What follows belongs to an exercise in optimizing a design on an open flow for small area, a short achievable clock period and few clock cycles per item; a production flow would make more cautious choices. Only simulation tests tie the RTL to the original design; equivalence was not proved.

==> inputs of run E <==
Design intake_corr, start of the top module:
module intake_corr (
    input  wire        clk,
    input  wire        rst,
    input  wire [15:0] cfg_gain_l,
    input  wire [15:0] cfg_gain_s,
    input  wire [15:0] cfg_ratio,
    input  wire [15:0] cfg_satlo,
    input  wire [3:0]  cfg_bw,
    input  wire [3:0]  cfg_os,
    input  wire [3:0]  cfg_gs,
    input  wire        in_valid,
    output wire        in_ready,
    input  wire [15:0] in_long,
    input  wire [15:0] in_short,
    input  wire [15:0] in_dark,
    input  wire [15:0] in_gain,
    output wire        out_valid,
    input  wire        out_ready,
    output wire [15:0] out_pix
);
Settings: LEC_CHECK=0, CAP_MARGIN=5, CORE_MARGIN=2, CORE_UTILIZATION=55, SLEW_MARGIN=5, SYNTH_HIERARCHICAL=1, SYNTH_MINIMUM_KEEP_SIZE=0; clock period 22.0 ns.
standard.sh (not shown) runs the stock make flow with config.mk's settings and CLKGATE_MAP_FILE= SYNTH_SCRIPT=/design/flow/synth_recipe.tcl, a recipe that flattens the netlist after the stock synthesis.
==> flow/flow/run.sh <==
#!/bin/bash
# The standard layout (standard.sh: the standard flow's synthesis and ORFS flow, unchanged
# settings), with ORFS's timing repair asked to keep 15.5 ns of setup slack at
# the design's 22 ns clock, so that it speeds up the slowest paths.
set -eo pipefail
bash standard.sh SETUP_SLACK_MARGIN=15.5 finish > standard.log 2>&1
==> run C (differences from run E) <==
==> flow/flow/run.sh (replaced) <==
#!/bin/bash
# The standard layout (standard.sh: the standard flow's synthesis and ORFS flow, unchanged
# settings), with ORFS's timing repair asked to keep 14 ns of setup slack at
# the design's 22 ns clock, so that it speeds up the slowest paths.
set -eo pipefail
bash standard.sh SETUP_SLACK_MARGIN=14 finish > standard.log 2>&1
--- a/flow/config.mk
+++ b/flow/config.mk
@@ -5,9 +5,9 @@
 export SDC_FILE = /design/flow/constraint.sdc
 export NUM_CORES = 4
 export LEC_CHECK = 0
-export CAP_MARGIN = 5
+export CAP_MARGIN = 20
 export CORE_MARGIN = 2
 export CORE_UTILIZATION = 55
-export SLEW_MARGIN = 5
+export SLEW_MARGIN = 20
 export SYNTH_HIERARCHICAL = 1
 export SYNTH_MINIMUM_KEEP_SIZE = 0
==> qor summary <==
| quantity | run C | run E |
|---|---|---|
| Run status | complete, no violations | complete, no violations |
| End point of the most critical hold path | d1[3] | g1[0] |
| Highest clock frequency the design can meet | 138 MHz | 154 MHz |
| Share of post-route cells with drive strength above 1 | 5.26% | 14.3% |
| Worst setup slack after placement | 14.94 ns | 14.94 ns |
| Reg area | 11000 um^2 | 11100 um^2 |
| Proportion of cell area occupied by multi-input gates | 70.7% | 69.4% |
| Largest driver fanout on the critical path | 38 | 6 |
| Antenna violations before repair | 5 | 10 |
| Met1 GRT Util | 42.4% | 44.2% |
| Mean routed wirelength per cell | 23.5 um | 23.8 um |
| Clock-cell share | 2.82% | 2.81% |
| Setup slack of the worst register-to-register path | 14.76 ns | 15.53 ns |
| Skew final | 0.0319 ns | 0.0363 ns |
| Source of the worst hold timing path | d0[3] | g0[0] |
| # Post-CTS Setup Buffers | 0 | 121 |
| Wire length of the first global-routing pass | 226 mm | 233 mm |
| Sequential portion of the cell area | 19.8% | 18.8% |
| Worst-skew pair later-pin latency | 0.66 ns | 0.68 ns |
| Final cell area excluding filler cells | 55800 um^2 | 59000 um^2 |
| Met1 Wirelength | 61.4 mm | 64.8 mm |
| Pin slew with the least headroom to its limit | 1.04 ns | 1.01 ns |
Testbench counts of run E, summed over its fixed seeds: cycles 65,612, items 64,000.
Testbench counts of run C, summed over its fixed seeds: cycles 65,612, items 64,000.

========
==> job 5619: inputs <==
Another version of the RTL of intake_corr (not shown whole).
Settings: LEC_CHECK=0, CAP_MARGIN=20, CORE_MARGIN=2, CORE_UTILIZATION=40, SLEW_MARGIN=20, SYNTH_HIERARCHICAL=1, SYNTH_MINIMUM_KEEP_SIZE=0; clock period 22.0 ns.
==> flow/flow/run.sh <==
#!/bin/bash
# The standard layout (standard.sh: the standard flow's synthesis and ORFS flow, unchanged
# settings), with ORFS's timing repair asked to keep 16 ns of setup slack at
# the design's 22 ns clock, so that it speeds up the slowest paths.
set -eo pipefail
bash standard.sh SETUP_SLACK_MARGIN=16 finish > standard.log 2>&1
==> job 1153: changes against job 5619 <==
--- a/flow/design.v
+++ b/flow/design.v
@@ -15,38 +15,34 @@
     input  wire [15:0] in_dark,
     input  wire [15:0] in_gain,
     output wire        out_valid,
     input  wire        out_ready,
     output wire [15:0] out_pix
 );
     reg [15:0] c_gl, c_gs, c_satlo;
-    reg [3:0]  c_os, c_gsh, c_wsh;
-    reg [8:0]  c_osh;      
-    reg [8:0]  c_osm;      
-    reg [8:0]  c_osk;      
+    reg [3:0]  c_bw, c_os, c_gsh;
+    reg [7:0]  c_rl;       
     reg [14:0] c_rflat;    
-    reg [15:0] c_gsk;      
-    reg [15:0] himask;     
     always @(posedge clk) begin
         c_gl    <= cfg_gain_l;
         c_gs    <= cfg_gain_s;
         c_satlo <= cfg_satlo;
+        c_bw    <= cfg_bw;
         c_os    <= cfg_os;
         c_gsh   <= cfg_gs;
-        c_wsh   <= 4'd12 - cfg_bw;
-        c_osh   <= 9'd1 << cfg_os;
-        c_osm   <= ~(9'h1FF << cfg_os);
-        c_osk   <= 9'h1FF << cfg_os;
-        c_rflat <= {15'd0, 1'b0} | ((16'd1 << cfg_gs) >> 1);
-        c_gsk   <= 16'hFFFF << cfg_gs;
-        himask  <= 16'hFFFF << cfg_bw;
+        c_rl    <= (9'd1 << cfg_os) >> 1;
+        c_rflat <= (16'd1 << cfg_gs) >> 1;
     end
-    wire [15:0] c_r7m = {c_osm, 7'h7F};                    
-    wire [27:0] c_r19 = {c_osh, 19'd0} | 28'd2048;         
-    wire [7:0]  c_rl  = c_osh[8:1];                        
+    wire [8:0]  c_osh  = 9'd1 << c_os;                     
+    wire [8:0]  c_osk  = 9'h1FF << c_os;                   
+    wire [15:0] c_gsk  = 16'hFFFF << c_gsh;                
+    wire [15:0] himask = 16'hFFFF << c_bw;                 
+    wire [3:0]  c_wsh  = 4'd12 - c_bw;
+    wire [15:0] c_r7m  = {~c_osk, 7'h7F};                  
+    wire [27:0] c_r19  = {c_osh, 19'd0} | 28'd2048;        
     reg        en;                  
     reg        v0, v1, v2, v3;      
     reg        va, vb;              
     reg        bl2;                 
     reg  [1:0] bs;                  
     wire       bl1;
     wire       push = en && v3;
==> flow/flow/run.sh (replaced) <==
#!/bin/bash
# The standard layout (standard.sh: the standard flow's synthesis and ORFS flow, unchanged
# settings), with ORFS's timing repair asked to keep 15 ns of setup slack at
# the design's 22 ns clock, so that it speeds up the slowest paths.
set -eo pipefail
bash standard.sh SETUP_SLACK_MARGIN=15 finish > standard.log 2>&1
==> job 9161: changes against job 5619 <==
--- a/flow/design.v
+++ b/flow/design.v
@@ -15,38 +15,34 @@
     input  wire [15:0] in_dark,
     input  wire [15:0] in_gain,
     output wire        out_valid,
     input  wire        out_ready,
     output wire [15:0] out_pix
 );
     reg [15:0] c_gl, c_gs, c_satlo;
-    reg [3:0]  c_os, c_gsh, c_wsh;
-    reg [8:0]  c_osh;      
-    reg [8:0]  c_osm;      
-    reg [8:0]  c_osk;      
+    reg [3:0]  c_bw, c_os, c_gsh;
+    reg [7:0]  c_rl;       
     reg [14:0] c_rflat;    
-    reg [15:0] c_gsk;      
-    reg [15:0] himask;     
     always @(posedge clk) begin
         c_gl    <= cfg_gain_l;
         c_gs    <= cfg_gain_s;
         c_satlo <= cfg_satlo;
+        c_bw    <= cfg_bw;
         c_os    <= cfg_os;
         c_gsh   <= cfg_gs;
-        c_wsh   <= 4'd12 - cfg_bw;
-        c_osh   <= 9'd1 << cfg_os;
-        c_osm   <= ~(9'h1FF << cfg_os);
-        c_osk   <= 9'h1FF << cfg_os;
-        c_rflat <= {15'd0, 1'b0} | ((16'd1 << cfg_gs) >> 1);
-        c_gsk   <= 16'hFFFF << cfg_gs;
-        himask  <= 16'hFFFF << cfg_bw;
+        c_rl    <= (9'd1 << cfg_os) >> 1;
+        c_rflat <= (16'd1 << cfg_gs) >> 1;
     end
-    wire [15:0] c_r7m = {c_osm, 7'h7F};                    
-    wire [27:0] c_r19 = {c_osh, 19'd0} | 28'd2048;         
-    wire [7:0]  c_rl  = c_osh[8:1];                        
+    wire [8:0]  c_osh  = 9'd1 << c_os;                     
+    wire [8:0]  c_osk  = 9'h1FF << c_os;                   
+    wire [15:0] c_gsk  = 16'hFFFF << c_gsh;                
+    wire [15:0] himask = 16'hFFFF << c_bw;                 
+    wire [3:0]  c_wsh  = 4'd12 - c_bw;
+    wire [15:0] c_r7m  = {~c_osk, 7'h7F};                  
+    wire [27:0] c_r19  = {c_osh, 19'd0} | 28'd2048;        
     reg        en;                  
     reg        v0, v1, v2, v3;      
     reg        va, vb;              
     reg        bl2;                 
     reg  [1:0] bs;                  
     wire       bl1;
     wire       push = en && v3;
==> flow/flow/run.sh (replaced) <==
#!/bin/bash
# The standard layout (standard.sh: the standard flow's synthesis and ORFS flow, unchanged
# settings), with ORFS's timing repair asked to keep 15.5 ns of setup slack at
# the design's 22 ns clock, so that it speeds up the slowest paths.
set -eo pipefail
bash standard.sh SETUP_SLACK_MARGIN=15.5 finish > standard.log 2>&1
CAP_MARGIN = 10   (was 20)
CORE_UTILIZATION = 55   (was 40)
SLEW_MARGIN = 10   (was 20)
==> run notes <==
total clock sinks=405; Critical Path, Cell by Cell=buf_6 -> buf_6 -> and2_4 -> fa_1 -> fa_1 -> fa_2 -> fa_1 -> fa_1 -> fa_2 -> fa_1 -> ha_4 -> nand2_4 -> nor2_2 -> a211oi_4 -> nor3b_1 -> or3_1 -> a41oi_2 -> a21boi_2 -> a21oi_1 -> o31ai_1 -> mux2_4; Detail Placement HPWL=109,000 um; Non-clock buffers=380; initial antenna violation count=10; clock buffers=68; buffering overhead=0.0581; status=timing/DRC/antenna clean; vias in the first global route=39.4k; Site Rows=112; Iter 0 DRT Violations=2,913
That was job 9161.
==> run notes <==
most frequent cells in the layout=and2_1, fa_1, edfxtp_1, buf_4, nand2_1; Site Rows=133; Detail Placement HPWL=115,000 um; status=timing/DRC/antenna clean; Hold EP=g2[0]; buffering overhead=0.0726; Filler cells=11.8k; vias in the first global route=40.9k; initial antenna violation count=6; total clock sinks=452; Iter 0 DRT Violations=2,893; Critical Path, Cell by Cell=and2_4 -> fa_1 -> fa_2 -> fa_1 -> fa_2 -> fa_2 -> fa_2 -> fa_1 -> ha_4 -> a21oi_2 -> nor2_1 -> a211oi_2 -> nor3b_1 -> or3_1 -> a41oi_4 -> a21boi_4 -> a21oi_2 -> o31ai_1 -> mux2_2; CTS tree=yes
That was job 5619.
==> run notes <==
Non-clock buffers=273; Iter 0 DRT Violations=2,514; status=timing/DRC/antenna clean; buffering overhead=0.0444; vias in the first global route=39.3k; total clock sinks=405
That was job 1153.
Testbench counts of job 5619, summed over its fixed seeds: cycles 65,612, items 64,000.
Testbench counts of job 1153, summed over its fixed seeds: cycles 65,612, items 64,000.
Testbench counts of job 9161, summed over its fixed seeds: cycles 65,612, items 64,000.

[re-timing with driven ports]
How much do the figures lean on ideal ports? The routed layouts below were timed once more, with nothing changed but the port constraints. Step 1 (the two cells are an assumption about what drives the block):
set clk [get_ports {clk}]
set_driving_cell -lib_cell sky130_fd_sc_hd__clkbuf_16 $clk
set_driving_cell -lib_cell sky130_fd_sc_hd__buf_2 [delete_from_list [all_inputs] $clk]
Step 2, shift: input delay + t, output delay - t, t = (earliest + latest rising clock arrival at the registers) / 2. This alone moves slack from input paths to output paths. Slacks: ideal ports / drivers / drivers and shift; pairs: ideal ports / drivers.
| run | shift t [ns] | setup WS [ns] | slew at the worst register clock pin (ns) | cell pins on the clock port's net |
|---|---|---|---|---|
| run E | 0.730 | 15.527 / 15.499 / 15.527 | 0.07 / 0.07 | 1 |
| run C | 0.712 | 14.755 / 14.755 / 14.755 | 0.07 / 0.07 | 1 |
| job 5619 | 0.741 | 15.499 / 15.499 / 15.499 | 0.07 / 0.07 | 1 |
| job 1153 | 0.693 | 15.210 / 15.137 / 15.228 | 0.08 / 0.08 | 1 |
| job 9161 | 0.730 | 15.527 / 15.499 / 15.527 | 0.07 / 0.07 | 1 |
After both steps every run listed still meets setup and hold.
